This design comes from an exercise in tuning for small area, a short achievable clock period and few clock cycles per item on the open sky130 flow, not from production work. The RTL was checked by simulation tests, not by an equivalence proof against the original design.

`design/flow/design.v`:
```
module g96_mixer (
    input  wire         clk,
    input  wire         rst,           
    input  wire         in_valid,
    output wire         in_ready,
    input  wire [63:0]  in_key,
    input  wire [31:0]  in_stream,
    input  wire [7:0]   in_purpose,
    input  wire [63:0]  in_pos,
    input  wire         in_quick,
    output wire         out_valid,
    input  wire         out_ready,
    output wire [127:0] out_block
);
    localparam [31:0] KINC0 = 32'hA5C31E6B;
    localparam [31:0] KINC1 = 32'h7F4A9D27;
    reg [31:0]  x1, x3;            
    reg [31:0]  a0, a2;            
    reg [31:0]  k0, k1;            
    reg [63:0]  ob;                
    reg         ofull;             
    reg         run;               
    reg         acc;               
    reg         first;             
    reg [3:0]   left;              
    wire last = (left == 4'd1);
    wire hold = ofull && !out_ready;           
    wire load = !run || last || hold;
    assign in_ready  = run && !acc && !ofull && !last;
    assign out_valid = ofull;
    assign out_block = {x3, ob[63:32], x1, ob[31:0]};
    wire accept = in_valid && in_ready;
    wire finish = run && last && acc;          
    wire [31:0] y1 = first ? in_pos[63:32] : x1;
    wire [31:0] y3 = first ? {in_purpose, 24'd0} : x3;
    wire m0_1 = a0[29] ^ ~a0[27];
    wire m0_2 = a0[29] & ~a0[27];
    wire m0_3 = a0[30] ^ ~a0[28] ^ ~a0[26];
    wire m0_4 = (a0[30] & ~a0[28]) | (a0[30] & ~a0[26]) | (~a0[28] & ~a0[26]);
    wire m0_5 = a0[31] ^ ~a0[29] ^ ~a0[27];
    wire m0_6 = (a0[31] & ~a0[29]) | (a0[31] & ~a0[27]) | (~a0[29] & ~a0[27]);
    wire m0_7 = a0[19] ^ ~a0[17];
    wire m0_8 = a0[19] & ~a0[17];
    wire m0_9 = a0[20] ^ ~a0[18] ^ ~a0[16];
    wire m0_10 = (a0[20] & ~a0[18]) | (a0[20] & ~a0[16]) | (~a0[18] & ~a0[16]);
    wire m0_11 = a0[21] ^ ~a0[19] ^ ~a0[17];
    wire m0_12 = (a0[21] & ~a0[19]) | (a0[21] & ~a0[17]) | (~a0[19] & ~a0[17]);
    wire m0_13 = a0[15] ^ ~a0[13];
    wire m0_14 = a0[15] & ~a0[13];
    wire m0_15 = a0[22] ^ ~a0[20] ^ ~a0[18];
    wire m0_16 = (a0[22] & ~a0[20]) | (a0[22] & ~a0[18]) | (~a0[20] & ~a0[18]);
    wire m0_17 = a0[16] ^ ~a0[14] ^ ~a0[12];
    wire m0_18 = (a0[16] & ~a0[14]) | (a0[16] & ~a0[12]) | (~a0[14] & ~a0[12]);
    wire m0_19 = a0[23] ^ ~a0[21] ^ ~a0[19];
    wire m0_20 = (a0[23] & ~a0[21]) | (a0[23] & ~a0[19]) | (~a0[21] & ~a0[19]);
    wire m0_21 = a0[17] ^ ~a0[15] ^ ~a0[13];
    wire m0_22 = (a0[17] & ~a0[15]) | (a0[17] & ~a0[13]) | (~a0[15] & ~a0[13]);
    wire m0_23 = a0[24] ^ ~a0[22] ^ ~a0[20];
    wire m0_24 = (a0[24] & ~a0[22]) | (a0[24] & ~a0[20]) | (~a0[22] & ~a0[20]);
    wire m0_25 = a0[18] ^ ~a0[16] ^ ~a0[14];
    wire m0_26 = (a0[18] & ~a0[16]) | (a0[18] & ~a0[14]) | (~a0[16] & ~a0[14]);
    wire m0_27 = a0[25] ^ ~a0[23] ^ ~a0[21];
    wire m0_28 = (a0[25] & ~a0[23]) | (a0[25] & ~a0[21]) | (~a0[23] & ~a0[21]);
    wire m0_29 = a0[19] ^ ~a0[17] ^ ~a0[15];
    wire m0_30 = (a0[19] & ~a0[17]) | (a0[19] & ~a0[15]) | (~a0[17] & ~a0[15]);
    wire m0_31 = a0[26] ^ ~a0[24] ^ ~a0[22];
    wire m0_32 = (a0[26] & ~a0[24]) | (a0[26] & ~a0[22]) | (~a0[24] & ~a0[22]);
    wire m0_33 = a0[20] ^ ~a0[18] ^ ~a0[16];
    wire m0_34 = (a0[20] & ~a0[18]) | (a0[20] & ~a0[16]) | (~a0[18] & ~a0[16]);
    wire m0_35 = a0[27] ^ ~a0[25] ^ ~a0[23];
    wire m0_36 = (a0[27] & ~a0[25]) | (a0[27] & ~a0[23]) | (~a0[25] & ~a0[23]);
    wire m0_37 = a0[21] ^ ~a0[19] ^ ~a0[17];
    wire m0_38 = (a0[21] & ~a0[19]) | (a0[21] & ~a0[17]) | (~a0[19] & ~a0[17]);
    wire m0_39 = ~a0[8] ^ a0[6];
    wire m0_40 = ~a0[8] & a0[6];
    wire m0_41 = a0[28] ^ ~a0[26] ^ ~a0[24];
    wire m0_42 = (a0[28] & ~a0[26]) | (a0[28] & ~a0[24]) | (~a0[26] & ~a0[24]);
    wire m0_43 = a0[22] ^ ~a0[20] ^ ~a0[18];
    wire m0_44 = (a0[22] & ~a0[20]) | (a0[22] & ~a0[18]) | (~a0[20] & ~a0[18]);
    wire m0_45 = ~a0[9] ^ a0[7] ^ a0[1];
    wire m0_46 = (~a0[9] & a0[7]) | (~a0[9] & a0[1]) | (a0[7] & a0[1]);
    wire m0_47 = m0_1 ^ ~a0[25] ^ a0[23];
    wire m0_48 = (m0_1 & ~a0[25]) | (m0_1 & a0[23]) | (~a0[25] & a0[23]);
    wire m0_49 = ~a0[21] ^ ~a0[19] ^ ~a0[10];
    wire m0_50 = (~a0[21] & ~a0[19]) | (~a0[21] & ~a0[10]) | (~a0[19] & ~a0[10]);
    wire m0_51 = a0[8] ^ a0[2] ^ ~a0[0];
    wire m0_52 = (a0[8] & a0[2]) | (a0[8] & ~a0[0]) | (a0[2] & ~a0[0]);
    wire m0_53 = m0_3 ^ a0[24] ^ ~a0[22];
    wire m0_54 = (m0_3 & a0[24]) | (m0_3 & ~a0[22]) | (a0[24] & ~a0[22]);
    wire m0_55 = ~a0[20] ^ ~a0[11] ^ a0[9];
    wire m0_56 = (~a0[20] & ~a0[11]) | (~a0[20] & a0[9]) | (~a0[11] & a0[9]);
    wire m0_57 = a0[3] ^ ~a0[1] ^ m0_2;
    wire m0_58 = (a0[3] & ~a0[1]) | (a0[3] & m0_2) | (~a0[1] & m0_2);
    wire m0_59 = m0_5 ^ a0[25] ^ ~a0[23];
    wire m0_60 = (m0_5 & a0[25]) | (m0_5 & ~a0[23]) | (a0[25] & ~a0[23]);
    wire m0_61 = ~a0[21] ^ ~a0[12] ^ a0[10];
    wire m0_62 = (~a0[21] & ~a0[12]) | (~a0[21] & a0[10]) | (~a0[12] & a0[10]);
    wire m0_63 = a0[4] ^ ~a0[2] ^ m0_4;
    wire m0_64 = (a0[4] & ~a0[2]) | (a0[4] & m0_4) | (~a0[2] & m0_4);
    wire m0_65 = a0[8] ^ ~a0[6];
    wire m0_66 = a0[8] & ~a0[6];
    wire m0_67 = a0[9] ^ ~a0[7] ^ ~a0[5];
    wire m0_68 = (a0[9] & ~a0[7]) | (a0[9] & ~a0[5]) | (~a0[7] & ~a0[5]);
    wire m0_69 = a0[10] ^ ~a0[8] ^ ~a0[6];
    wire m0_70 = (a0[10] & ~a0[8]) | (a0[10] & ~a0[6]) | (~a0[8] & ~a0[6]);
    wire m0_71 = a0[4] ^ ~a0[2];
    wire m0_72 = a0[4] & ~a0[2];
    wire m0_73 = a0[11] ^ ~a0[9] ^ ~a0[7];
    wire m0_74 = (a0[11] & ~a0[9]) | (a0[11] & ~a0[7]) | (~a0[9] & ~a0[7]);
    wire m0_75 = a0[5] ^ ~a0[3] ^ ~a0[1];
    wire m0_76 = (a0[5] & ~a0[3]) | (a0[5] & ~a0[1]) | (~a0[3] & ~a0[1]);
    wire m0_77 = a0[12] ^ ~a0[10] ^ ~a0[8];
    wire m0_78 = (a0[12] & ~a0[10]) | (a0[12] & ~a0[8]) | (~a0[10] & ~a0[8]);
    wire m0_79 = a0[6] ^ ~a0[4] ^ ~a0[2];
    wire m0_80 = (a0[6] & ~a0[4]) | (a0[6] & ~a0[2]) | (~a0[4] & ~a0[2]);
    wire m0_81 = a0[13] ^ ~a0[11] ^ ~a0[9];
    wire m0_82 = (a0[13] & ~a0[11]) | (a0[13] & ~a0[9]) | (~a0[11] & ~a0[9]);
    wire m0_83 = a0[7] ^ ~a0[5] ^ ~a0[3];
    wire m0_84 = (a0[7] & ~a0[5]) | (a0[7] & ~a0[3]) | (~a0[5] & ~a0[3]);
    wire m0_85 = a0[14] ^ ~a0[12] ^ ~a0[10];
    wire m0_86 = (a0[14] & ~a0[12]) | (a0[14] & ~a0[10]) | (~a0[12] & ~a0[10]);
    wire m0_87 = a0[8] ^ ~a0[6] ^ ~a0[4];
    wire m0_88 = (a0[8] & ~a0[6]) | (a0[8] & ~a0[4]) | (~a0[6] & ~a0[4]);
    wire m0_89 = a0[15] ^ ~a0[13] ^ ~a0[11];
    wire m0_90 = (a0[15] & ~a0[13]) | (a0[15] & ~a0[11]) | (~a0[13] & ~a0[11]);
    wire m0_91 = a0[9] ^ ~a0[7] ^ ~a0[5];
    wire m0_92 = (a0[9] & ~a0[7]) | (a0[9] & ~a0[5]) | (~a0[7] & ~a0[5]);
    wire m0_93 = a0[16] ^ ~a0[14] ^ ~a0[12];
    wire m0_94 = (a0[16] & ~a0[14]) | (a0[16] & ~a0[12]) | (~a0[14] & ~a0[12]);
    wire m0_95 = a0[10] ^ ~a0[8] ^ ~a0[6];
    wire m0_96 = (a0[10] & ~a0[8]) | (a0[10] & ~a0[6]) | (~a0[8] & ~a0[6]);
    wire m0_97 = a0[17] ^ ~a0[15] ^ ~a0[13];
    wire m0_98 = (a0[17] & ~a0[15]) | (a0[17] & ~a0[13]) | (~a0[15] & ~a0[13]);
    wire m0_99 = a0[11] ^ ~a0[9] ^ ~a0[7];
    wire m0_100 = (a0[11] & ~a0[9]) | (a0[11] & ~a0[7]) | (~a0[9] & ~a0[7]);
    wire m0_101 = a0[18] ^ ~a0[16] ^ ~a0[14];
    wire m0_102 = (a0[18] & ~a0[16]) | (a0[18] & ~a0[14]) | (~a0[16] & ~a0[14]);
    wire m0_103 = a0[12] ^ ~a0[10] ^ ~a0[8];
    wire m0_104 = (a0[12] & ~a0[10]) | (a0[12] & ~a0[8]) | (~a0[10] & ~a0[8]);
    wire m0_105 = m0_7 ^ ~a0[15] ^ a0[13];
    wire m0_106 = (m0_7 & ~a0[15]) | (m0_7 & a0[13]) | (~a0[15] & a0[13]);
    wire m0_107 = ~a0[11] ^ ~a0[9] ^ ~a0[0];
    wire m0_108 = (~a0[11] & ~a0[9]) | (~a0[11] & ~a0[0]) | (~a0[9] & ~a0[0]);
    wire m0_109 = m0_9 ^ a0[14] ^ ~a0[12];
    wire m0_110 = (m0_9 & a0[14]) | (m0_9 & ~a0[12]) | (a0[14] & ~a0[12]);
    wire m0_111 = ~a0[10] ^ ~a0[1] ^ m0_8;
    wire m0_112 = (~a0[10] & ~a0[1]) | (~a0[10] & m0_8) | (~a0[1] & m0_8);
    wire m0_113 = m0_11 ^ m0_13 ^ ~a0[11];
    wire m0_114 = (m0_11 & m0_13) | (m0_11 & ~a0[11]) | (m0_13 & ~a0[11]);
    wire m0_115 = ~a0[2] ^ a0[0] ^ m0_10;
    wire m0_116 = (~a0[2] & a0[0]) | (~a0[2] & m0_10) | (a0[0] & m0_10);
    wire m0_117 = m0_15 ^ m0_17 ^ ~a0[3];
    wire m0_118 = (m0_15 & m0_17) | (m0_15 & ~a0[3]) | (m0_17 & ~a0[3]);
    wire m0_119 = a0[1] ^ m0_12 ^ m0_14;
    wire m0_120 = (a0[1] & m0_12) | (a0[1] & m0_14) | (m0_12 & m0_14);
    wire m0_121 = m0_19 ^ m0_21 ^ ~a0[4];
    wire m0_122 = (m0_19 & m0_21) | (m0_19 & ~a0[4]) | (m0_21 & ~a0[4]);
    wire m0_123 = a0[2] ^ m0_16 ^ m0_18;
    wire m0_124 = (a0[2] & m0_16) | (a0[2] & m0_18) | (m0_16 & m0_18);
    wire m0_125 = m0_23 ^ m0_25 ^ ~a0[5];
    wire m0_126 = (m0_23 & m0_25) | (m0_23 & ~a0[5]) | (m0_25 & ~a0[5]);
    wire m0_127 = a0[3] ^ m0_20 ^ m0_22;
    wire m0_128 = (a0[3] & m0_20) | (a0[3] & m0_22) | (m0_20 & m0_22);
    wire m0_129 = m0_27 ^ m0_29 ^ ~a0[6];
    wire m0_130 = (m0_27 & m0_29) | (m0_27 & ~a0[6]) | (m0_29 & ~a0[6]);
    wire m0_131 = a0[4] ^ m0_24 ^ m0_26;
    wire m0_132 = (a0[4] & m0_24) | (a0[4] & m0_26) | (m0_24 & m0_26);
    wire m0_133 = m0_31 ^ m0_33 ^ ~a0[7];
    wire m0_134 = (m0_31 & m0_33) | (m0_31 & ~a0[7]) | (m0_33 & ~a0[7]);
    wire m0_135 = a0[5] ^ m0_28 ^ m0_30;
    wire m0_136 = (a0[5] & m0_28) | (a0[5] & m0_30) | (m0_28 & m0_30);
    wire m0_137 = m0_35 ^ m0_37 ^ m0_39;
    wire m0_138 = (m0_35 & m0_37) | (m0_35 & m0_39) | (m0_37 & m0_39);
    wire m0_139 = a0[0] ^ m0_32 ^ m0_34;
    wire m0_140 = (a0[0] & m0_32) | (a0[0] & m0_34) | (m0_32 & m0_34);
    wire m0_141 = m0_41 ^ m0_43 ^ m0_45;
    wire m0_142 = (m0_41 & m0_43) | (m0_41 & m0_45) | (m0_43 & m0_45);
    wire m0_143 = m0_36 ^ m0_38 ^ m0_40;
    wire m0_144 = (m0_36 & m0_38) | (m0_36 & m0_40) | (m0_38 & m0_40);
    wire m0_145 = m0_47 ^ m0_49 ^ m0_51;
    wire m0_146 = (m0_47 & m0_49) | (m0_47 & m0_51) | (m0_49 & m0_51);
    wire m0_147 = m0_42 ^ m0_44 ^ m0_46;
    wire m0_148 = (m0_42 & m0_44) | (m0_42 & m0_46) | (m0_44 & m0_46);
    wire m0_149 = m0_53 ^ m0_55 ^ m0_57;
    wire m0_150 = (m0_53 & m0_55) | (m0_53 & m0_57) | (m0_55 & m0_57);
    wire m0_151 = m0_48 ^ m0_50 ^ m0_52;
    wire m0_152 = (m0_48 & m0_50) | (m0_48 & m0_52) | (m0_50 & m0_52);
    wire m0_153 = m0_59 ^ m0_61 ^ m0_63;
    wire m0_154 = (m0_59 & m0_61) | (m0_59 & m0_63) | (m0_61 & m0_63);
    wire m0_155 = m0_54 ^ m0_56 ^ m0_58;
    wire m0_156 = (m0_54 & m0_56) | (m0_54 & m0_58) | (m0_56 & m0_58);
    wire m0_157 = a0[6] ^ ~a0[4];
    wire m0_158 = a0[6] & ~a0[4];
    wire m0_159 = a0[7] ^ ~a0[5] ^ ~a0[3];
    wire m0_160 = (a0[7] & ~a0[5]) | (a0[7] & ~a0[3]) | (~a0[5] & ~a0[3]);
    wire m0_161 = m0_65 ^ ~a0[4] ^ a0[2];
    wire m0_162 = (m0_65 & ~a0[4]) | (m0_65 & a0[2]) | (~a0[4] & a0[2]);
    wire m0_163 = m0_67 ^ a0[3] ^ ~a0[1];
    wire m0_164 = (m0_67 & a0[3]) | (m0_67 & ~a0[1]) | (a0[3] & ~a0[1]);
    wire m0_165 = m0_69 ^ m0_71 ^ ~a0[0];
    wire m0_166 = (m0_69 & m0_71) | (m0_69 & ~a0[0]) | (m0_71 & ~a0[0]);
    wire m0_167 = m0_73 ^ m0_75 ^ m0_70;
    wire m0_168 = (m0_73 & m0_75) | (m0_73 & m0_70) | (m0_75 & m0_70);
    wire m0_169 = m0_77 ^ m0_79 ^ m0_74;
    wire m0_170 = (m0_77 & m0_79) | (m0_77 & m0_74) | (m0_79 & m0_74);
    wire m0_171 = m0_81 ^ m0_83 ^ m0_78;
    wire m0_172 = (m0_81 & m0_83) | (m0_81 & m0_78) | (m0_83 & m0_78);
    wire m0_173 = m0_85 ^ m0_87 ^ m0_82;
    wire m0_174 = (m0_85 & m0_87) | (m0_85 & m0_82) | (m0_87 & m0_82);
    wire m0_175 = m0_89 ^ m0_91 ^ m0_86;
    wire m0_176 = (m0_89 & m0_91) | (m0_89 & m0_86) | (m0_91 & m0_86);
    wire m0_177 = m0_93 ^ m0_95 ^ m0_90;
    wire m0_178 = (m0_93 & m0_95) | (m0_93 & m0_90) | (m0_95 & m0_90);
    wire m0_179 = m0_97 ^ m0_99 ^ m0_94;
    wire m0_180 = (m0_97 & m0_99) | (m0_97 & m0_94) | (m0_99 & m0_94);
    wire m0_181 = m0_101 ^ m0_103 ^ m0_98;
    wire m0_182 = (m0_101 & m0_103) | (m0_101 & m0_98) | (m0_103 & m0_98);
    wire m0_183 = m0_105 ^ m0_107 ^ m0_102;
    wire m0_184 = (m0_105 & m0_107) | (m0_105 & m0_102) | (m0_107 & m0_102);
    wire m0_185 = m0_109 ^ m0_111 ^ m0_106;
    wire m0_186 = (m0_109 & m0_111) | (m0_109 & m0_106) | (m0_111 & m0_106);
    wire m0_187 = m0_113 ^ m0_115 ^ m0_110;
    wire m0_188 = (m0_113 & m0_115) | (m0_113 & m0_110) | (m0_115 & m0_110);
    wire m0_189 = m0_117 ^ m0_119 ^ m0_114;
    wire m0_190 = (m0_117 & m0_119) | (m0_117 & m0_114) | (m0_119 & m0_114);
    wire m0_191 = m0_121 ^ m0_123 ^ m0_118;
    wire m0_192 = (m0_121 & m0_123) | (m0_121 & m0_118) | (m0_123 & m0_118);
    wire m0_193 = m0_125 ^ m0_127 ^ m0_122;
    wire m0_194 = (m0_125 & m0_127) | (m0_125 & m0_122) | (m0_127 & m0_122);
    wire m0_195 = m0_129 ^ m0_131 ^ m0_126;
    wire m0_196 = (m0_129 & m0_131) | (m0_129 & m0_126) | (m0_131 & m0_126);
    wire m0_197 = m0_133 ^ m0_135 ^ m0_130;
    wire m0_198 = (m0_133 & m0_135) | (m0_133 & m0_130) | (m0_135 & m0_130);
    wire m0_199 = m0_137 ^ m0_139 ^ m0_134;
    wire m0_200 = (m0_137 & m0_139) | (m0_137 & m0_134) | (m0_139 & m0_134);
    wire m0_201 = m0_141 ^ m0_143 ^ m0_138;
    wire m0_202 = (m0_141 & m0_143) | (m0_141 & m0_138) | (m0_143 & m0_138);
    wire m0_203 = m0_145 ^ m0_147 ^ m0_142;
    wire m0_204 = (m0_145 & m0_147) | (m0_145 & m0_142) | (m0_147 & m0_142);
    wire m0_205 = m0_149 ^ m0_151 ^ m0_146;
    wire m0_206 = (m0_149 & m0_151) | (m0_149 & m0_146) | (m0_151 & m0_146);
    wire m0_207 = m0_153 ^ m0_155 ^ m0_150;
    wire m0_208 = (m0_153 & m0_155) | (m0_153 & m0_150) | (m0_155 & m0_150);
    wire m0_209 = a0[4] ^ ~a0[2];
    wire m0_210 = a0[4] & ~a0[2];
    wire m0_211 = a0[5] ^ ~a0[3] ^ ~a0[1];
    wire m0_212 = (a0[5] & ~a0[3]) | (a0[5] & ~a0[1]) | (~a0[3] & ~a0[1]);
    wire m0_213 = m0_157 ^ ~a0[2] ^ a0[0];
    wire m0_214 = (m0_157 & ~a0[2]) | (m0_157 & a0[0]) | (~a0[2] & a0[0]);
    wire m0_215 = m0_159 ^ a0[1] ^ m0_158;
    wire m0_216 = (m0_159 & a0[1]) | (m0_159 & m0_158) | (a0[1] & m0_158);
    wire m0_217 = m0_161 ^ ~a0[0] ^ m0_160;
    wire m0_218 = (m0_161 & ~a0[0]) | (m0_161 & m0_160) | (~a0[0] & m0_160);
    wire m0_219 = m0_163 ^ m0_66 ^ m0_162;
    wire m0_220 = (m0_163 & m0_66) | (m0_163 & m0_162) | (m0_66 & m0_162);
    wire m0_221 = m0_165 ^ m0_68 ^ m0_164;
    wire m0_222 = (m0_165 & m0_68) | (m0_165 & m0_164) | (m0_68 & m0_164);
    wire m0_223 = m0_167 ^ m0_72 ^ m0_166;
    wire m0_224 = (m0_167 & m0_72) | (m0_167 & m0_166) | (m0_72 & m0_166);
    wire m0_225 = m0_169 ^ m0_76 ^ m0_168;
    wire m0_226 = (m0_169 & m0_76) | (m0_169 & m0_168) | (m0_76 & m0_168);
    wire m0_227 = m0_171 ^ m0_80 ^ m0_170;
    wire m0_228 = (m0_171 & m0_80) | (m0_171 & m0_170) | (m0_80 & m0_170);
    wire m0_229 = m0_173 ^ m0_84 ^ m0_172;
    wire m0_230 = (m0_173 & m0_84) | (m0_173 & m0_172) | (m0_84 & m0_172);
    wire m0_231 = m0_175 ^ m0_88 ^ m0_174;
    wire m0_232 = (m0_175 & m0_88) | (m0_175 & m0_174) | (m0_88 & m0_174);
    wire m0_233 = m0_177 ^ m0_92 ^ m0_176;
    wire m0_234 = (m0_177 & m0_92) | (m0_177 & m0_176) | (m0_92 & m0_176);
    wire m0_235 = m0_179 ^ m0_96 ^ m0_178;
    wire m0_236 = (m0_179 & m0_96) | (m0_179 & m0_178) | (m0_96 & m0_178);
    wire m0_237 = m0_181 ^ m0_100 ^ m0_180;
    wire m0_238 = (m0_181 & m0_100) | (m0_181 & m0_180) | (m0_100 & m0_180);
    wire m0_239 = m0_183 ^ m0_104 ^ m0_182;
    wire m0_240 = (m0_183 & m0_104) | (m0_183 & m0_182) | (m0_104 & m0_182);
    wire m0_241 = m0_185 ^ m0_108 ^ m0_184;
    wire m0_242 = (m0_185 & m0_108) | (m0_185 & m0_184) | (m0_108 & m0_184);
    wire m0_243 = m0_187 ^ m0_112 ^ m0_186;
    wire m0_244 = (m0_187 & m0_112) | (m0_187 & m0_186) | (m0_112 & m0_186);
    wire m0_245 = m0_189 ^ m0_116 ^ m0_188;
    wire m0_246 = (m0_189 & m0_116) | (m0_189 & m0_188) | (m0_116 & m0_188);
    wire m0_247 = m0_191 ^ m0_120 ^ m0_190;
    wire m0_248 = (m0_191 & m0_120) | (m0_191 & m0_190) | (m0_120 & m0_190);
    wire m0_249 = m0_193 ^ m0_124 ^ m0_192;
    wire m0_250 = (m0_193 & m0_124) | (m0_193 & m0_192) | (m0_124 & m0_192);
    wire m0_251 = m0_195 ^ m0_128 ^ m0_194;
    wire m0_252 = (m0_195 & m0_128) | (m0_195 & m0_194) | (m0_128 & m0_194);
    wire m0_253 = m0_197 ^ m0_132 ^ m0_196;
    wire m0_254 = (m0_197 & m0_132) | (m0_197 & m0_196) | (m0_132 & m0_196);
    wire m0_255 = m0_199 ^ m0_136 ^ m0_198;
    wire m0_256 = (m0_199 & m0_136) | (m0_199 & m0_198) | (m0_136 & m0_198);
    wire m0_257 = m0_201 ^ m0_140 ^ m0_200;
    wire m0_258 = (m0_201 & m0_140) | (m0_201 & m0_200) | (m0_140 & m0_200);
    wire m0_259 = m0_203 ^ m0_144 ^ m0_202;
    wire m0_260 = (m0_203 & m0_144) | (m0_203 & m0_202) | (m0_144 & m0_202);
    wire m0_261 = m0_205 ^ m0_148 ^ m0_204;
    wire m0_262 = (m0_205 & m0_148) | (m0_205 & m0_204) | (m0_148 & m0_204);
    wire m0_263 = m0_207 ^ m0_152 ^ m0_206;
    wire m0_264 = (m0_207 & m0_152) | (m0_207 & m0_206) | (m0_152 & m0_206);
    wire [31:0] m0_s = {m0_263, m0_261, m0_259, m0_257, m0_255, m0_253, m0_251, m0_249, m0_247, m0_245, m0_243, m0_241, m0_239, m0_237, m0_235, m0_233, m0_231, m0_229, m0_227, m0_225, m0_223, m0_221, m0_219, m0_217, m0_215, m0_213, m0_211, m0_209, a0[3], a0[2], a0[1], a0[0]};
    wire [31:0] m0_c = {m0_262, m0_260, m0_258, m0_256, m0_254, m0_252, m0_250, m0_248, m0_246, m0_244, m0_242, m0_240, m0_238, m0_236, m0_234, m0_232, m0_230, m0_228, m0_226, m0_224, m0_222, m0_220, m0_218, m0_216, m0_214, m0_212, m0_210, ~a0[0], ~a0[1], ~a0[0], 1'b0, 1'b0};
    wire [31:0] t0 = m0_s + m0_c + 32'h20080514;
    wire m2_1 = a2[26] ^ ~a2[22];
    wire m2_2 = a2[26] & ~a2[22];
    wire m2_3 = a2[27] ^ ~a2[23] ^ a2[20];
    wire m2_4 = (a2[27] & ~a2[23]) | (a2[27] & a2[20]) | (~a2[23] & a2[20]);
    wire m2_5 = a2[28] ^ ~a2[24] ^ a2[21];
    wire m2_6 = (a2[28] & ~a2[24]) | (a2[28] & a2[21]) | (~a2[24] & a2[21]);
    wire m2_7 = a2[29] ^ ~a2[25] ^ a2[22];
    wire m2_8 = (a2[29] & ~a2[25]) | (a2[29] & a2[22]) | (~a2[25] & a2[22]);
    wire m2_9 = ~a2[20] ^ a2[15];
    wire m2_10 = ~a2[20] & a2[15];
    wire m2_11 = a2[30] ^ ~a2[26] ^ a2[23];
    wire m2_12 = (a2[30] & ~a2[26]) | (a2[30] & a2[23]) | (~a2[26] & a2[23]);
    wire m2_13 = ~a2[21] ^ a2[16] ^ a2[13];
    wire m2_14 = (~a2[21] & a2[16]) | (~a2[21] & a2[13]) | (a2[16] & a2[13]);
    wire m2_15 = a2[31] ^ ~a2[27] ^ a2[24];
    wire m2_16 = (a2[31] & ~a2[27]) | (a2[31] & a2[24]) | (~a2[27] & a2[24]);
    wire m2_17 = ~a2[22] ^ a2[17] ^ a2[14];
    wire m2_18 = (~a2[22] & a2[17]) | (~a2[22] & a2[14]) | (a2[17] & a2[14]);
    wire m2_19 = ~a2[12] ^ ~a2[10];
    wire m2_20 = ~a2[12] & ~a2[10];
    wire m2_21 = a2[19] ^ ~a2[15];
    wire m2_22 = a2[19] & ~a2[15];
    wire m2_23 = a2[20] ^ ~a2[16] ^ a2[13];
    wire m2_24 = (a2[20] & ~a2[16]) | (a2[20] & a2[13]) | (~a2[16] & a2[13]);
    wire m2_25 = a2[21] ^ ~a2[17] ^ a2[14];
    wire m2_26 = (a2[21] & ~a2[17]) | (a2[21] & a2[14]) | (~a2[17] & a2[14]);
    wire m2_27 = ~a2[12] ^ a2[7];
    wire m2_28 = ~a2[12] & a2[7];
    wire m2_29 = a2[22] ^ ~a2[18] ^ a2[15];
    wire m2_30 = (a2[22] & ~a2[18]) | (a2[22] & a2[15]) | (~a2[18] & a2[15]);
    wire m2_31 = ~a2[13] ^ a2[8] ^ a2[5];
    wire m2_32 = (~a2[13] & a2[8]) | (~a2[13] & a2[5]) | (a2[8] & a2[5]);
    wire m2_33 = a2[23] ^ ~a2[19] ^ a2[16];
    wire m2_34 = (a2[23] & ~a2[19]) | (a2[23] & a2[16]) | (~a2[19] & a2[16]);
    wire m2_35 = ~a2[14] ^ a2[9] ^ a2[6];
    wire m2_36 = (~a2[14] & a2[9]) | (~a2[14] & a2[6]) | (a2[9] & a2[6]);
    wire m2_37 = ~a2[4] ^ ~a2[2];
    wire m2_38 = ~a2[4] & ~a2[2];
    wire m2_39 = a2[24] ^ ~a2[20] ^ a2[17];
    wire m2_40 = (a2[24] & ~a2[20]) | (a2[24] & a2[17]) | (~a2[20] & a2[17]);
    wire m2_41 = ~a2[15] ^ a2[10] ^ a2[7];
    wire m2_42 = (~a2[15] & a2[10]) | (~a2[15] & a2[7]) | (a2[10] & a2[7]);
    wire m2_43 = ~a2[5] ^ ~a2[3] ^ a2[1];
    wire m2_44 = (~a2[5] & ~a2[3]) | (~a2[5] & a2[1]) | (~a2[3] & a2[1]);
    wire m2_45 = a2[25] ^ ~a2[21] ^ a2[18];
    wire m2_46 = (a2[25] & ~a2[21]) | (a2[25] & a2[18]) | (~a2[21] & a2[18]);
    wire m2_47 = ~a2[16] ^ a2[11] ^ a2[8];
    wire m2_48 = (~a2[16] & a2[11]) | (~a2[16] & a2[8]) | (a2[11] & a2[8]);
    wire m2_49 = ~a2[6] ^ ~a2[4] ^ a2[2];
    wire m2_50 = (~a2[6] & ~a2[4]) | (~a2[6] & a2[2]) | (~a2[4] & a2[2]);
    wire m2_51 = m2_1 ^ a2[19] ^ ~a2[17];
    wire m2_52 = (m2_1 & a2[19]) | (m2_1 & ~a2[17]) | (a2[19] & ~a2[17]);
    wire m2_53 = a2[12] ^ a2[9] ^ ~a2[7];
    wire m2_54 = (a2[12] & a2[9]) | (a2[12] & ~a2[7]) | (a2[9] & ~a2[7]);
    wire m2_55 = ~a2[5] ^ a2[3] ^ ~a2[0];
    wire m2_56 = (~a2[5] & a2[3]) | (~a2[5] & ~a2[0]) | (a2[3] & ~a2[0]);
    wire m2_57 = m2_3 ^ ~a2[18] ^ a2[13];
    wire m2_58 = (m2_3 & ~a2[18]) | (m2_3 & a2[13]) | (~a2[18] & a2[13]);
    wire m2_59 = a2[10] ^ ~a2[8] ^ ~a2[6];
    wire m2_60 = (a2[10] & ~a2[8]) | (a2[10] & ~a2[6]) | (~a2[8] & ~a2[6]);
    wire m2_61 = a2[4] ^ ~a2[1] ^ m2_2;
    wire m2_62 = (a2[4] & ~a2[1]) | (a2[4] & m2_2) | (~a2[1] & m2_2);
    wire m2_63 = m2_5 ^ ~a2[19] ^ a2[14];
    wire m2_64 = (m2_5 & ~a2[19]) | (m2_5 & a2[14]) | (~a2[19] & a2[14]);
    wire m2_65 = a2[11] ^ ~a2[9] ^ ~a2[7];
    wire m2_66 = (a2[11] & ~a2[9]) | (a2[11] & ~a2[7]) | (~a2[9] & ~a2[7]);
    wire m2_67 = a2[5] ^ ~a2[2] ^ m2_4;
    wire m2_68 = (a2[5] & ~a2[2]) | (a2[5] & m2_4) | (~a2[2] & m2_4);
    wire m2_69 = m2_7 ^ m2_9 ^ a2[12];
    wire m2_70 = (m2_7 & m2_9) | (m2_7 & a2[12]) | (m2_9 & a2[12]);
    wire m2_71 = ~a2[10] ^ ~a2[8] ^ a2[6];
    wire m2_72 = (~a2[10] & ~a2[8]) | (~a2[10] & a2[6]) | (~a2[8] & a2[6]);
    wire m2_73 = ~a2[3] ^ a2[0] ^ m2_6;
    wire m2_74 = (~a2[3] & a2[0]) | (~a2[3] & m2_6) | (a2[0] & m2_6);
    wire m2_75 = m2_11 ^ m2_13 ^ ~a2[11];
    wire m2_76 = (m2_11 & m2_13) | (m2_11 & ~a2[11]) | (m2_13 & ~a2[11]);
    wire m2_77 = ~a2[9] ^ a2[7] ^ ~a2[4];
    wire m2_78 = (~a2[9] & a2[7]) | (~a2[9] & ~a2[4]) | (a2[7] & ~a2[4]);
    wire m2_79 = a2[1] ^ m2_8 ^ m2_10;
    wire m2_80 = (a2[1] & m2_8) | (a2[1] & m2_10) | (m2_8 & m2_10);
    wire m2_81 = m2_15 ^ m2_17 ^ m2_19;
    wire m2_82 = (m2_15 & m2_17) | (m2_15 & m2_19) | (m2_17 & m2_19);
    wire m2_83 = a2[8] ^ ~a2[5] ^ a2[2];
    wire m2_84 = (a2[8] & ~a2[5]) | (a2[8] & a2[2]) | (~a2[5] & a2[2]);
    wire m2_85 = a2[0] ^ m2_12 ^ m2_14;
    wire m2_86 = (a2[0] & m2_12) | (a2[0] & m2_14) | (m2_12 & m2_14);
    wire m2_87 = a2[14] ^ ~a2[10];
    wire m2_88 = a2[14] & ~a2[10];
    wire m2_89 = a2[15] ^ ~a2[11] ^ a2[8];
    wire m2_90 = (a2[15] & ~a2[11]) | (a2[15] & a2[8]) | (~a2[11] & a2[8]);
    wire m2_91 = a2[16] ^ ~a2[12] ^ a2[9];
    wire m2_92 = (a2[16] & ~a2[12]) | (a2[16] & a2[9]) | (~a2[12] & a2[9]);
    wire m2_93 = a2[17] ^ ~a2[13] ^ a2[10];
    wire m2_94 = (a2[17] & ~a2[13]) | (a2[17] & a2[10]) | (~a2[13] & a2[10]);
    wire m2_95 = ~a2[8] ^ a2[3];
    wire m2_96 = ~a2[8] & a2[3];
    wire m2_97 = a2[18] ^ ~a2[14] ^ a2[11];
    wire m2_98 = (a2[18] & ~a2[14]) | (a2[18] & a2[11]) | (~a2[14] & a2[11]);
    wire m2_99 = ~a2[9] ^ a2[4] ^ a2[1];
    wire m2_100 = (~a2[9] & a2[4]) | (~a2[9] & a2[1]) | (a2[4] & a2[1]);
    wire m2_101 = m2_21 ^ a2[12] ^ ~a2[10];
    wire m2_102 = (m2_21 & a2[12]) | (m2_21 & ~a2[10]) | (a2[12] & ~a2[10]);
    wire m2_103 = a2[5] ^ a2[2] ^ ~a2[0];
    wire m2_104 = (a2[5] & a2[2]) | (a2[5] & ~a2[0]) | (a2[2] & ~a2[0]);
    wire m2_105 = m2_23 ^ ~a2[11] ^ a2[6];
    wire m2_106 = (m2_23 & ~a2[11]) | (m2_23 & a2[6]) | (~a2[11] & a2[6]);
    wire m2_107 = a2[3] ^ ~a2[1] ^ m2_22;
    wire m2_108 = (a2[3] & ~a2[1]) | (a2[3] & m2_22) | (~a2[1] & m2_22);
    wire m2_109 = m2_25 ^ m2_27 ^ a2[4];
    wire m2_110 = (m2_25 & m2_27) | (m2_25 & a2[4]) | (m2_27 & a2[4]);
    wire m2_111 = ~a2[2] ^ ~a2[0] ^ m2_24;
    wire m2_112 = (~a2[2] & ~a2[0]) | (~a2[2] & m2_24) | (~a2[0] & m2_24);
    wire m2_113 = m2_29 ^ m2_31 ^ ~a2[3];
    wire m2_114 = (m2_29 & m2_31) | (m2_29 & ~a2[3]) | (m2_31 & ~a2[3]);
    wire m2_115 = ~a2[1] ^ m2_26 ^ m2_28;
    wire m2_116 = (~a2[1] & m2_26) | (~a2[1] & m2_28) | (m2_26 & m2_28);
    wire m2_117 = m2_33 ^ m2_35 ^ m2_37;
    wire m2_118 = (m2_33 & m2_35) | (m2_33 & m2_37) | (m2_35 & m2_37);
    wire m2_119 = a2[0] ^ m2_30 ^ m2_32;
    wire m2_120 = (a2[0] & m2_30) | (a2[0] & m2_32) | (m2_30 & m2_32);
    wire m2_121 = m2_39 ^ m2_41 ^ m2_43;
    wire m2_122 = (m2_39 & m2_41) | (m2_39 & m2_43) | (m2_41 & m2_43);
    wire m2_123 = m2_34 ^ m2_36 ^ m2_38;
    wire m2_124 = (m2_34 & m2_36) | (m2_34 & m2_38) | (m2_36 & m2_38);
    wire m2_125 = m2_45 ^ m2_47 ^ m2_49;
    wire m2_126 = (m2_45 & m2_47) | (m2_45 & m2_49) | (m2_47 & m2_49);
    wire m2_127 = m2_40 ^ m2_42 ^ m2_44;
    wire m2_128 = (m2_40 & m2_42) | (m2_40 & m2_44) | (m2_42 & m2_44);
    wire m2_129 = m2_51 ^ m2_53 ^ m2_55;
    wire m2_130 = (m2_51 & m2_53) | (m2_51 & m2_55) | (m2_53 & m2_55);
    wire m2_131 = m2_46 ^ m2_48 ^ m2_50;
    wire m2_132 = (m2_46 & m2_48) | (m2_46 & m2_50) | (m2_48 & m2_50);
    wire m2_133 = m2_57 ^ m2_59 ^ m2_61;
    wire m2_134 = (m2_57 & m2_59) | (m2_57 & m2_61) | (m2_59 & m2_61);
    wire m2_135 = m2_52 ^ m2_54 ^ m2_56;
    wire m2_136 = (m2_52 & m2_54) | (m2_52 & m2_56) | (m2_54 & m2_56);
    wire m2_137 = m2_63 ^ m2_65 ^ m2_67;
    wire m2_138 = (m2_63 & m2_65) | (m2_63 & m2_67) | (m2_65 & m2_67);
    wire m2_139 = m2_58 ^ m2_60 ^ m2_62;
    wire m2_140 = (m2_58 & m2_60) | (m2_58 & m2_62) | (m2_60 & m2_62);
    wire m2_141 = m2_69 ^ m2_71 ^ m2_73;
    wire m2_142 = (m2_69 & m2_71) | (m2_69 & m2_73) | (m2_71 & m2_73);
    wire m2_143 = m2_64 ^ m2_66 ^ m2_68;
    wire m2_144 = (m2_64 & m2_66) | (m2_64 & m2_68) | (m2_66 & m2_68);
    wire m2_145 = m2_75 ^ m2_77 ^ m2_79;
    wire m2_146 = (m2_75 & m2_77) | (m2_75 & m2_79) | (m2_77 & m2_79);
    wire m2_147 = m2_70 ^ m2_72 ^ m2_74;
    wire m2_148 = (m2_70 & m2_72) | (m2_70 & m2_74) | (m2_72 & m2_74);
    wire m2_149 = m2_81 ^ m2_83 ^ m2_85;
    wire m2_150 = (m2_81 & m2_83) | (m2_81 & m2_85) | (m2_83 & m2_85);
    wire m2_151 = m2_76 ^ m2_78 ^ m2_80;
    wire m2_152 = (m2_76 & m2_78) | (m2_76 & m2_80) | (m2_78 & m2_80);
    wire m2_153 = a2[9] ^ ~a2[5];
    wire m2_154 = a2[9] & ~a2[5];
    wire m2_155 = a2[10] ^ ~a2[6] ^ a2[3];
    wire m2_156 = (a2[10] & ~a2[6]) | (a2[10] & a2[3]) | (~a2[6] & a2[3]);
    wire m2_157 = a2[11] ^ ~a2[7] ^ a2[4];
    wire m2_158 = (a2[11] & ~a2[7]) | (a2[11] & a2[4]) | (~a2[7] & a2[4]);
    wire m2_159 = a2[12] ^ ~a2[8] ^ a2[5];
    wire m2_160 = (a2[12] & ~a2[8]) | (a2[12] & a2[5]) | (~a2[8] & a2[5]);
    wire m2_161 = a2[13] ^ ~a2[9] ^ a2[6];
    wire m2_162 = (a2[13] & ~a2[9]) | (a2[13] & a2[6]) | (~a2[9] & a2[6]);
    wire m2_163 = m2_87 ^ a2[7] ^ ~a2[5];
    wire m2_164 = (m2_87 & a2[7]) | (m2_87 & ~a2[5]) | (a2[7] & ~a2[5]);
    wire m2_165 = m2_89 ^ ~a2[6] ^ a2[1];
    wire m2_166 = (m2_89 & ~a2[6]) | (m2_89 & a2[1]) | (~a2[6] & a2[1]);
    wire m2_167 = m2_91 ^ ~a2[7] ^ a2[2];
    wire m2_168 = (m2_91 & ~a2[7]) | (m2_91 & a2[2]) | (~a2[7] & a2[2]);
    wire m2_169 = m2_93 ^ m2_95 ^ a2[0];
    wire m2_170 = (m2_93 & m2_95) | (m2_93 & a2[0]) | (m2_95 & a2[0]);
    wire m2_171 = m2_97 ^ m2_99 ^ m2_94;
    wire m2_172 = (m2_97 & m2_99) | (m2_97 & m2_94) | (m2_99 & m2_94);
    wire m2_173 = m2_101 ^ m2_103 ^ m2_98;
    wire m2_174 = (m2_101 & m2_103) | (m2_101 & m2_98) | (m2_103 & m2_98);
    wire m2_175 = m2_105 ^ m2_107 ^ m2_102;
    wire m2_176 = (m2_105 & m2_107) | (m2_105 & m2_102) | (m2_107 & m2_102);
    wire m2_177 = m2_109 ^ m2_111 ^ m2_106;
    wire m2_178 = (m2_109 & m2_111) | (m2_109 & m2_106) | (m2_111 & m2_106);
    wire m2_179 = m2_113 ^ m2_115 ^ m2_110;
    wire m2_180 = (m2_113 & m2_115) | (m2_113 & m2_110) | (m2_115 & m2_110);
    wire m2_181 = m2_117 ^ m2_119 ^ m2_114;
    wire m2_182 = (m2_117 & m2_119) | (m2_117 & m2_114) | (m2_119 & m2_114);
    wire m2_183 = m2_121 ^ m2_123 ^ m2_118;
    wire m2_184 = (m2_121 & m2_123) | (m2_121 & m2_118) | (m2_123 & m2_118);
    wire m2_185 = m2_125 ^ m2_127 ^ m2_122;
    wire m2_186 = (m2_125 & m2_127) | (m2_125 & m2_122) | (m2_127 & m2_122);
    wire m2_187 = m2_129 ^ m2_131 ^ m2_126;
    wire m2_188 = (m2_129 & m2_131) | (m2_129 & m2_126) | (m2_131 & m2_126);
    wire m2_189 = m2_133 ^ m2_135 ^ m2_130;
    wire m2_190 = (m2_133 & m2_135) | (m2_133 & m2_130) | (m2_135 & m2_130);
    wire m2_191 = m2_137 ^ m2_139 ^ m2_134;
    wire m2_192 = (m2_137 & m2_139) | (m2_137 & m2_134) | (m2_139 & m2_134);
    wire m2_193 = m2_141 ^ m2_143 ^ m2_138;
    wire m2_194 = (m2_141 & m2_143) | (m2_141 & m2_138) | (m2_143 & m2_138);
    wire m2_195 = m2_145 ^ m2_147 ^ m2_142;
    wire m2_196 = (m2_145 & m2_147) | (m2_145 & m2_142) | (m2_147 & m2_142);
    wire m2_197 = m2_149 ^ m2_151 ^ m2_146;
    wire m2_198 = (m2_149 & m2_151) | (m2_149 & m2_146) | (m2_151 & m2_146);
    wire m2_199 = a2[7] ^ ~a2[3];
    wire m2_200 = a2[7] & ~a2[3];
    wire m2_201 = a2[8] ^ ~a2[4] ^ a2[1];
    wire m2_202 = (a2[8] & ~a2[4]) | (a2[8] & a2[1]) | (~a2[4] & a2[1]);
    wire m2_203 = m2_153 ^ a2[2] ^ ~a2[0];
    wire m2_204 = (m2_153 & a2[2]) | (m2_153 & ~a2[0]) | (a2[2] & ~a2[0]);
    wire m2_205 = m2_155 ^ ~a2[1] ^ m2_154;
    wire m2_206 = (m2_155 & ~a2[1]) | (m2_155 & m2_154) | (~a2[1] & m2_154);
    wire m2_207 = m2_157 ^ ~a2[2] ^ m2_156;
    wire m2_208 = (m2_157 & ~a2[2]) | (m2_157 & m2_156) | (~a2[2] & m2_156);
    wire m2_209 = m2_159 ^ ~a2[3] ^ m2_158;
    wire m2_210 = (m2_159 & ~a2[3]) | (m2_159 & m2_158) | (~a2[3] & m2_158);
    wire m2_211 = m2_161 ^ ~a2[4] ^ m2_160;
    wire m2_212 = (m2_161 & ~a2[4]) | (m2_161 & m2_160) | (~a2[4] & m2_160);
    wire m2_213 = m2_163 ^ a2[0] ^ m2_162;
    wire m2_214 = (m2_163 & a2[0]) | (m2_163 & m2_162) | (a2[0] & m2_162);
    wire m2_215 = m2_165 ^ m2_88 ^ m2_164;
    wire m2_216 = (m2_165 & m2_88) | (m2_165 & m2_164) | (m2_88 & m2_164);
    wire m2_217 = m2_167 ^ m2_90 ^ m2_166;
    wire m2_218 = (m2_167 & m2_90) | (m2_167 & m2_166) | (m2_90 & m2_166);
    wire m2_219 = m2_169 ^ m2_92 ^ m2_168;
    wire m2_220 = (m2_169 & m2_92) | (m2_169 & m2_168) | (m2_92 & m2_168);
    wire m2_221 = m2_171 ^ m2_96 ^ m2_170;
    wire m2_222 = (m2_171 & m2_96) | (m2_171 & m2_170) | (m2_96 & m2_170);
    wire m2_223 = m2_173 ^ m2_100 ^ m2_172;
    wire m2_224 = (m2_173 & m2_100) | (m2_173 & m2_172) | (m2_100 & m2_172);
    wire m2_225 = m2_175 ^ m2_104 ^ m2_174;
    wire m2_226 = (m2_175 & m2_104) | (m2_175 & m2_174) | (m2_104 & m2_174);
    wire m2_227 = m2_177 ^ m2_108 ^ m2_176;
    wire m2_228 = (m2_177 & m2_108) | (m2_177 & m2_176) | (m2_108 & m2_176);
    wire m2_229 = m2_179 ^ m2_112 ^ m2_178;
    wire m2_230 = (m2_179 & m2_112) | (m2_179 & m2_178) | (m2_112 & m2_178);
    wire m2_231 = m2_181 ^ m2_116 ^ m2_180;
    wire m2_232 = (m2_181 & m2_116) | (m2_181 & m2_180) | (m2_116 & m2_180);
    wire m2_233 = m2_183 ^ m2_120 ^ m2_182;
    wire m2_234 = (m2_183 & m2_120) | (m2_183 & m2_182) | (m2_120 & m2_182);
    wire m2_235 = m2_185 ^ m2_124 ^ m2_184;
    wire m2_236 = (m2_185 & m2_124) | (m2_185 & m2_184) | (m2_124 & m2_184);
    wire m2_237 = m2_187 ^ m2_128 ^ m2_186;
    wire m2_238 = (m2_187 & m2_128) | (m2_187 & m2_186) | (m2_128 & m2_186);
    wire m2_239 = m2_189 ^ m2_132 ^ m2_188;
    wire m2_240 = (m2_189 & m2_132) | (m2_189 & m2_188) | (m2_132 & m2_188);
    wire m2_241 = m2_191 ^ m2_136 ^ m2_190;
    wire m2_242 = (m2_191 & m2_136) | (m2_191 & m2_190) | (m2_136 & m2_190);
    wire m2_243 = m2_193 ^ m2_140 ^ m2_192;
    wire m2_244 = (m2_193 & m2_140) | (m2_193 & m2_192) | (m2_140 & m2_192);
    wire m2_245 = m2_195 ^ m2_144 ^ m2_194;
    wire m2_246 = (m2_195 & m2_144) | (m2_195 & m2_194) | (m2_144 & m2_194);
    wire m2_247 = m2_197 ^ m2_148 ^ m2_196;
    wire m2_248 = (m2_197 & m2_148) | (m2_197 & m2_196) | (m2_148 & m2_196);
    wire [31:0] m2_s = {m2_247, m2_245, m2_243, m2_241, m2_239, m2_237, m2_235, m2_233, m2_231, m2_229, m2_227, m2_225, m2_223, m2_221, m2_219, m2_217, m2_215, m2_213, m2_211, m2_209, m2_207, m2_205, m2_203, m2_201, m2_199, a2[6], a2[5], a2[4], a2[3], a2[2], a2[1], a2[0]};
    wire [31:0] m2_c = {m2_246, m2_244, m2_242, m2_240, m2_238, m2_236, m2_234, m2_232, m2_230, m2_228, m2_226, m2_224, m2_222, m2_220, m2_218, m2_216, m2_214, m2_212, m2_210, m2_208, m2_206, m2_204, m2_202, m2_200, a2[0], ~a2[2], ~a2[1], ~a2[0], 1'b0, 1'b0, 1'b0, 1'b0};
    wire [31:0] t2 = m2_s + m2_c + 32'h04280210;
    wire [31:0] u1 = y1 + ({t0[18:0], t0[31:19]} ^ t2);
    wire [31:0] u3 = y3 ^ ({t2[12:0], t2[31:13]} + t0);
    wire [31:0] m0 = last ? 32'd0 : k0;
    wire [31:0] m1 = last ? 32'd0 : k1;
    wire [31:0] v0 = u1 ^ m0;
    wire [31:0] v2 = u3 ^ m1;
    always @(posedge clk) begin
        if (rst) begin
            run   <= 1'b0;
            acc   <= 1'b0;
            ofull <= 1'b0;
            first <= 1'b1;
            left  <= 4'd0;
        end else begin
            if (finish)
                ofull <= 1'b1;
            else if (out_ready)
                ofull <= 1'b0;
            first <= load;
            if (load) begin
                run  <= in_valid;
                acc  <= 1'b0;
                left <= in_quick ? 4'd6 : 4'd10;
            end else begin
                if (accept)
                    acc <= 1'b1;
                left <= left - 4'd1;
            end
        end
    end
    always @(posedge clk) begin
        if (finish)
            ob <= {v2, v0};
        if (!hold) begin
            x1 <= t2;
            x3 <= t0;
        end
    end
    always @(posedge clk) begin
        if (load) begin
            a0 <= in_pos[31:0] ^ in_key[31:0];
            a2 <= in_stream ^ in_key[63:32];
            k0 <= in_key[31:0] + KINC0;
            k1 <= in_key[63:32] + KINC1;
        end else begin
            a0 <= v0;
            a2 <= v2;
            k0 <= k0 + KINC0;
            k1 <= k1 + KINC1;
        end
    end
endmodule
```
`design/flow/flow/run.sh`:
```
#!/bin/bash
# The standard layout, with the port buffers made of the smallest buffer
# (buf_1) instead of the one buffer_ports picks by default, and timing
# repair asked to leave setup slack to spare at the design's clock.
set -euo pipefail
export BUFFER_PORTS_ARGS="-buffer_cell sky130_fd_sc_hd__buf_1"
export SETUP_SLACK_MARGIN=14
bash standard.sh > standard_make.log 2>&1
```
`design/flow/standard.sh`:
```
#!/bin/bash
# synth_recipe.tcl (not shown) runs the flow's synth.tcl, then flattens the netlist and writes it again
# the make line also repeats each setting of config.mk as NAME=value (left out here)
make -C /OpenROAD-flow-scripts/flow DESIGN_CONFIG=/design/flow/config.mk WORK_HOME=/design/flow/orfs CLKGATE_MAP_FILE= SYNTH_SCRIPT=/design/flow/synth_recipe.tcl "${@:-finish}"
```
`design/flow/config.mk`:
```
export PLATFORM = sky130hd
export DESIGN_NAME = g96_mixer
export DESIGN_NICKNAME = g96_mixer
export VERILOG_FILES = /design/flow/design.v
export SDC_FILE = /design/flow/constraint.sdc
export NUM_CORES = 4
export LEC_CHECK = 0
export CAP_MARGIN = 20
export CORE_MARGIN = 2
export CORE_UTILIZATION = 50
export CTS_BUF_LIST = sky130_fd_sc_hd__clkbuf_4 sky130_fd_sc_hd__clkbuf_8
export SLEW_MARGIN = 20
```
`design/flow/constraint.sdc`:
```
create_clock -name core_clock -period 20.0 [get_ports {clk}]
set_input_delay 4.0000 -clock core_clock [delete_from_list [all_inputs] [get_ports {clk}]]
set_output_delay 4.0000 -clock core_clock [all_outputs]
set_load 0.01 [all_outputs]
```
==> implementation parameters, run 1 <==
Parameter                              Value

STA
  Least-Margin Pin Slew    1050 ps
  FMAX    0.143 GHz
  Worst-case headroom to the max-slew limit    0.292
  Total count of max-transition violations in the final report    0
  Post-route setup TNS    0 ps
  Post-route setup slack    13,010 ps
  Maximum clock skew at final layout    46.8 ps
  Hold Violations, Final    0
  Setup repair after global routing missed its margin    yes
  Final critical delay including setup and external delays    6990 ps
  Smallest hold slack    468 ps
  Total setup violations reported at the end of the flow    0
  Fin crit share    0.350

Synthesis
  Number of distinct library cells after synthesis    82
  Gate Count Post-Synth    2,460
  Number of enable-type register cells in the synthesized netlist    128
  Sequential cell area fraction in the yosys report    0.271
  Top flip-flop cell by instance count after synthesis    dfxtp_1
  Post-synthesis instance area    24,200 um^2
  Fraction of synthesized cell area taken by the top area cell type    0.176
  Net Count, Synth    3,050
  YS warnings    1
  Most area-hungry cell type in the Yosys netlist    fa_1
  Top cells by area, synth    fa_1 (18%), edfxtp_1 (16%), dfxtp_1 (11%)
  Async set-reset flop share out of synthesis    0
  Syn_area_per_cell    9.86 um^2
  Register bit count reported by yosys    264

Critical path
  Delay of the slowest cell on the worst path    500 ps
  Worst Path Max Fanout    5
  Sort of element at the end of the critical path    flop
  Startpoint kind of the worst setup timing path    flop
  Required arrival time at the worst endpoint    20,410 ps
  Cell repeated most along the worst path    fa_1
  Slowest library cell on the worst path    fa_1
  Count of buffering cells on the critical path with inverters included    3
  Family of cells with the greatest summed delay on the critical path    adder cells
  Critical Setup Path Class    flop to flop
  Arrival time reported for the critical path endpoint    7400 ps

Global route
  Maximum number of pins on one net before global-route repair    71
  Number of global-route vias before repair    20,500
  Global-route congestion overflow total    0
  All-Layer GR Usage    0.351
  Initial antenna violation count    6
  First-pass GRT wire length    129,000 um

Detailed routing
  Average vias per placed instance    5.60
  Pre-antenna DRT Iters    8
  Routed Wire Length    91,000 um
  Vias post-DR    20,600
  Average wire per cell in the routed design    24.8 um
  Number of DRC markers after the initial detailed-route iteration    1,640
  Number of remaining DRC errors    0
  Antenna-violating nets left    0

Floorplan
  FP Rows    80
  Die ar.    50,300 um^2
  Number of top-level pins    303
  Core box area    47,800 um^2
  Floorplan die height    224 um
  Die Width    224 um
  Initial Utilization    0.507

Placement
  # port buffers    302
  Post-DP HPWL    68,500 um
  Final estimated routing congestion in global placement    0.925
  Setup WS pre-CTS    12,090 ps

Clock tree
  Max Buffers Root-to-Sink    3
  Clock net sink count    264
  Total CTS buffers    51
  Total number of H-tree levels    2
  CTS root buf    clkbuf_8
  Clock tree from TritonCTS    done
  Number of buffers inserted for hold repair after clock tree synthesis    0
  Clock-pin slew of the registers on the worst-case setup and hold paths    60 ps
  Source-to-sink clock delay at the later pin of the worst-skew pair    680 ps

Finish
  Fillers    3,697
  Share of layout cells above drive strength 1    0.280
  Final core area utilization    0.682
  Most frequent cells in the layout    inv_1 (300), buf_1 (300), xnor2_1 (237)
  Area delta synth->final    34.7%
  Final-stage net count    3,607

Job
  Max-cap violations    0

Run status
  Run status  no timing/DRC/antenna violations

Worst hold path
  Class of the worst hold path    flop to flop
[worst register-to-register path: cells and delay by family (launching register included)]
family / cells / cell delay [ps]
flip-flops: 1 / 370
buffers and inverters: 3 / 250
XOR/XNOR: 3 / 580
AND/OR/NAND/NOR: 4 / 580
AO/OA/AOI/OAI: 8 / 1930
adder cells (fa/ha/maj): 8 / 3050
[sequential cells by signal, summed over array words and instances (netlist names)]
signal  cells
ob         64
a0         32
a2         32
k0         32
k1         32
x1         32
x3         32
left        4
acc         1
first       1
ofull       1
run         1
[what timing repair did]
action,4_1_cts,5_1_grt
pin swaps,135,147
buffers inserted,133,100
gates resized for setup,393,235
hold endpoints to repair,0,0
cloned,4,2
setup endpoints to repair,158,118
[synthesized netlist by cell type, drive strengths merged (21+ instances only)]
cell type,count
inv,357
xnor2,297
nand2,214
fa,213
ha,204
dfxtp,136
edfxtp,128
a21oi,118
o21ai,117
nor2,98
xor2,83
a21o,64
mux2i,52
mux2,38
nand3,26
buf,25
nor2b,25
nand2b,24
o21a,24
clkbuf,21
[final timing paths]
kind / to / start / cells past startpoint / slack (ps)
min reg2reg: left[0]$_SDFF_PP0_ / left[0]$_SDFF_PP0_ / 1 / 470
max reg2reg: ob[63]$_DFFE_PP_ / a2[22]$_DFF_P_ / 26 / 13010
min: left[0]$_SDFF_PP0_ / left[0]$_SDFF_PP0_ / 1 / 470
max: ob[63]$_DFFE_PP_ / a2[22]$_DFF_P_ / 26 / 13010
[layer usage]
metal  up-vias  global-route usage  wire length [um]
met5         -                   0                50
met4         8               0.140              4000
met3       208              0.0634              6520
met2       847               0.568             42700
met1     10200               0.469             37700
li1       9304                   -                 -
[per-stage QoR]
stage | instance area (um^2) | cells
2_1_floorplan | 24700 | 2460
3_3_place_gp | 26400 | 3340
3_5_place_dp | 26400 | 3340
4_1_cts | 30700 | 3572
5_1_grt | 32700 | 3675
6_report | 32700 | 3675
[layout make-up]
type                       count  area [um^2]  area share
tap                          615          769      0.0236
clock buffer                  69          881      0.0270
sequential                   264         6700       0.205
inverter                     357         1410      0.0430
timing repair buffer         550         3440       0.105
multi-input combinational   1793        19200       0.587
antenna                        1         2.50   0.0000766
clock inverter                26          302     0.00924
[cell families (layout without fill, tap and decap cells)]
kind of cell / after synthesis / in the layout / share of synthesized area
fa+ha+maj: 417 / 417 / 0.281
flops: 264 / 264 / 0.271
other cells: 0 / 1 / 0
buf+inv: 403 / 1002 / 0.0647
simple gates: 482 / 482 / 0.0922
xor+xnor: 381 / 381 / 0.138
compound gates: 423 / 423 / 0.114
mux: 90 / 90 / 0.0391
Testbench counts, summed over its fixed seeds: cycles 72,392, items 8,000.
==> inputs of run 2 (changes only) <==
--- a/design/flow/flow/run.sh
+++ b/design/flow/flow/run.sh
@@ -4,5 +4,5 @@
 # repair asked to leave setup slack to spare at the design's clock.
 set -euo pipefail
 export BUFFER_PORTS_ARGS="-buffer_cell sky130_fd_sc_hd__buf_1"
-export SETUP_SLACK_MARGIN=14
+export SETUP_SLACK_MARGIN=12.5
 bash standard.sh > standard_make.log 2>&1
--- a/design/flow/config.mk
+++ b/design/flow/config.mk
@@ -7,6 +7,6 @@
 export LEC_CHECK = 0
 export CAP_MARGIN = 20
 export CORE_MARGIN = 2
-export CORE_UTILIZATION = 50
+export CORE_UTILIZATION = 65
 export CTS_BUF_LIST = sky130_fd_sc_hd__clkbuf_4 sky130_fd_sc_hd__clkbuf_8
 export SLEW_MARGIN = 20
==> implementation parameters, run 2 <==
Parameter                              Value

STA
  Total setup violations reported at the end of the flow    0
  Hold Violations, Final    0
  Post-route setup TNS    0 ps
  Worst-case headroom to the max-slew limit    0.341
  Setup repair after global routing missed its margin    yes
  Maximum clock skew at final layout    20.0 ps
  Least-Margin Pin Slew    989 ps
  FMAX    0.133 GHz
  Final critical delay including setup and external delays    7520 ps
  Total count of max-transition violations in the final report    0
  Fin crit share    0.376

Finish
  Fillers    2,605
  Max FFs per register    64
  Register containing the most flip-flops in the final layout    ob
  Most common library cell in the layout ignoring fill and taps    inv_1
  Share of layout cells above drive strength 1    0.135
  Most frequent cells in the layout    inv_1 (325), buf_1 (302), xnor2_1 (286)
  Area delta synth->final    15.4%
  Final-stage net count    3,424

Floorplan
  Die Width    197 um
  Initial Utilization    0.661
  Core box area    36,700 um^2
  Number of top-level pins    303
  Floorplan die height    197 um
  FP Rows    70
  Die ar.    38,900 um^2

Synthesis
  Fraction of synthesized cell area taken by the top area cell type    0.176
  Gate Count Post-Synth    2,460
  Most instantiated library cell after synthesis    inv_1
  Syn_area_per_cell    9.86 um^2
  Net Count, Synth    3,050
  Top flip-flop cell by instance count after synthesis    dfxtp_1
  YS warnings    1
  Sequential cell area fraction in the yosys report    0.271
  Async set-reset flop share out of synthesis    0
  Post-synthesis instance area    24,200 um^2
  Leading post-synthesis cells by instance count    inv_1 (354), xnor2_1 (297), fa_1 (213), nand2_1 (213), ha_1 (204)
  Most area-hungry cell type in the Yosys netlist    fa_1
  Top cells by area, synth    fa_1 (18%), edfxtp_1 (16%), dfxtp_1 (11%)
  Number of distinct library cells after synthesis    82
  Number of enable-type register cells in the synthesized netlist    128
  Register bit count reported by yosys    264

Critical path
  Critical register-to-register path endpoint    a0[24]$_DFF_P_
  Reg2reg path depth    29
  FF-to-FF setup slack    12,480 ps
  Arrival time reported for the critical path endpoint    7990 ps
  Required arrival time at the worst endpoint    20,470 ps
  Slowest library cell on the worst path    fa_1
  Sort of element at the end of the critical path    flop
  Source of the worst register-to-register timing path    a0[3]$_DFF_P_
  Critical Setup Path Class    flop to flop
  Delay of the slowest cell on the worst path    600 ps
  Startpoint kind of the worst setup timing path    flop
  Worst Path Max Fanout    6

Clock tree
  Max Buffers Root-to-Sink    3
  Source-to-sink clock delay at the later pin of the worst-skew pair    590 ps
  Total number of H-tree levels    2
  Clock net sink count    264
  Total CTS buffers    44
  Clock tree from TritonCTS    done
  CTS root buf    clkbuf_8
  Clock-pin slew of the registers on the worst-case setup and hold paths    60 ps

Global route
  Layer carrying the most global-route usage    met2
  Met3 Use GR    0.0719
  Global routing usage on met2    0.641
  Met1 usage in global routing    0.595
  Initial antenna violation count    8
  First-pass GRT wire length    120,000 um
  All-Layer GR Usage    0.417
  Global-route congestion overflow total    0
  Number of global-route vias before repair    20,000
  Maximum number of pins on one net before global-route repair    102

Worst hold path
  Instance count along the most critical hold path    1
  Launch point of the worst hold path    left[0]$_SDFF_PP0_
  Endpoint of the worst hold path    left[0]$_SDFF_PP0_
  Class of the worst hold path    flop to flop

Placement
  Final estimated routing congestion in global placement    1.05
  # port buffers    302
  Post-DP HPWL    66,000 um

Detailed routing
  Pre-antenna DRT Iters    5
  Number of DRC markers after the initial detailed-route iteration    2,150
  Vias post-DR    20,400
  Routed Wire Length    82,000 um
  Antenna-violating nets left    0
  Average vias per placed instance    6.11
  Number of remaining DRC errors    0
  Average wire per cell in the routed design    24.6 um

Job
  Max-cap violations    0

Run status
  Run status  no timing/DRC/antenna violations
run 2: cell count changes in the layout (fill, tap and decap cells not counted), sizes merged:
cell,previous run,this run
clkinvlp,3,13
inv,359,344
buf,544,374
clkinv,15,8
bufinv,6,0
diode,1,2
bufbuf,4,0
run 2: final cells by class:
type                            count  area (um^2)  area share
Antenna cell                        2         5.00    0.000179
Sequential cell                   264         6640       0.237
Tap cell                          468          586      0.0209
Multi-Input combinational cell   1793        16800       0.601
Clock buffer                       71          833      0.0298
Timing Repair Buffer              374         1680      0.0600
Clock inverter                      8         37.5     0.00134
Inverter                          357         1390      0.0496
run 2: kinds of logic after synthesis:
kind of cell	synth area share
compound gates	0.114
mux	0.0391
fa+ha+maj	0.281
flops	0.271
xor+xnor	0.138
buf+inv	0.0647
simple gates	0.0922
run 2: how the worst max path moves through the flow:
stage                   startpoint             end  slack, ps  depth (start not counted)
finish               a0[3]$_DFF_P_  a0[24]$_DFF_P_      12480                         29
global route         a0[4]$_DFF_P_  a0[24]$_DFF_P_      12270                         31
CTS                 a0[15]$_DFF_P_  a0[31]$_DFF_P_      12500                         30
detailed placement   a0[1]$_DFF_P_  a0[31]$_DFF_P_      11590                         28
global placement     a0[1]$_DFF_P_  a0[31]$_DFF_P_      11780                         28
floorplan                out_ready  k1[26]$_DFF_P_      12520                         21
run 2: per-stage QoR:
stage	cells	worst slack [ps]	cell area (um^2)	utilization	hold WS, ps
3_5_place_dp	3195	11590	25800	0.704	478
3_3_place_gp	3195	11780	25800	0.704	446
2_1_floorplan	2460	12520	24200	-	430
6_report	3337	12480	28000	0.763	485
4_1_cts	3297	12500	27200	0.740	493
5_1_grt	3335	12270	28000	0.762	509
run 2: worst max-delay path, delay by kind of cell (launching register included):
family | cells | cell delay, ps
adder cells (fa/ha/maj) | 7 | 3000
flip-flops | 1 | 360
AND/OR/NAND/NOR | 3 | 950
buffers and inverters | 5 | 640
XOR/XNOR | 2 | 380
AO/OA/AOI/OAI | 12 | 2070
run 2: per-layer routing:
layer	share of wire	wire length [um]	up-vias
met3	0.12	9690	229
met1	0.39	32100	9992
met5	0.00016	13	-
met4	0.045	3710	2
li1	-	-	8892
met2	0.45	36600	1275
run 2: timing repair:
action                                 in CTS  in global routing
endpoints found under the hold margin       0                  0
resized for setup                          71                129
setup buffers                              23                 38
hold buffers                                0                  0
setup endpoints to repair                  56                 49
pin swaps                                  13                 31

re-timing with driven ports:
In the flow no input, the clock included, has a driving cell. The finished layouts below were timed again as built, in two steps.
Step 1 assumes that a clkbuf_16 drives the clock port and a buf_2 every other input.
Step 2 also shifts input and output timing later by t, the mid clock arrival at the registers, as if the neighbouring blocks saw the same clock.
Slacks: ideal / step 1 / step 2; pairs: ideal / step 1.
run	shift t [ns]	setup slack, ns	hold slack, ns	cell pins on the clock port's net
run 1	0.710	13.009 / 13.009 / 13.009	0.468 / 0.468 / 0.468	1
run 2	0.627	12.476 / 12.476 / 12.265	0.485 / 0.485 / 0.485	1
After both steps every run listed still meets setup and hold. The setup slack of run 2, which loses most, moves by 0.000 ns with the drivers and by -0.211 ns with both steps.
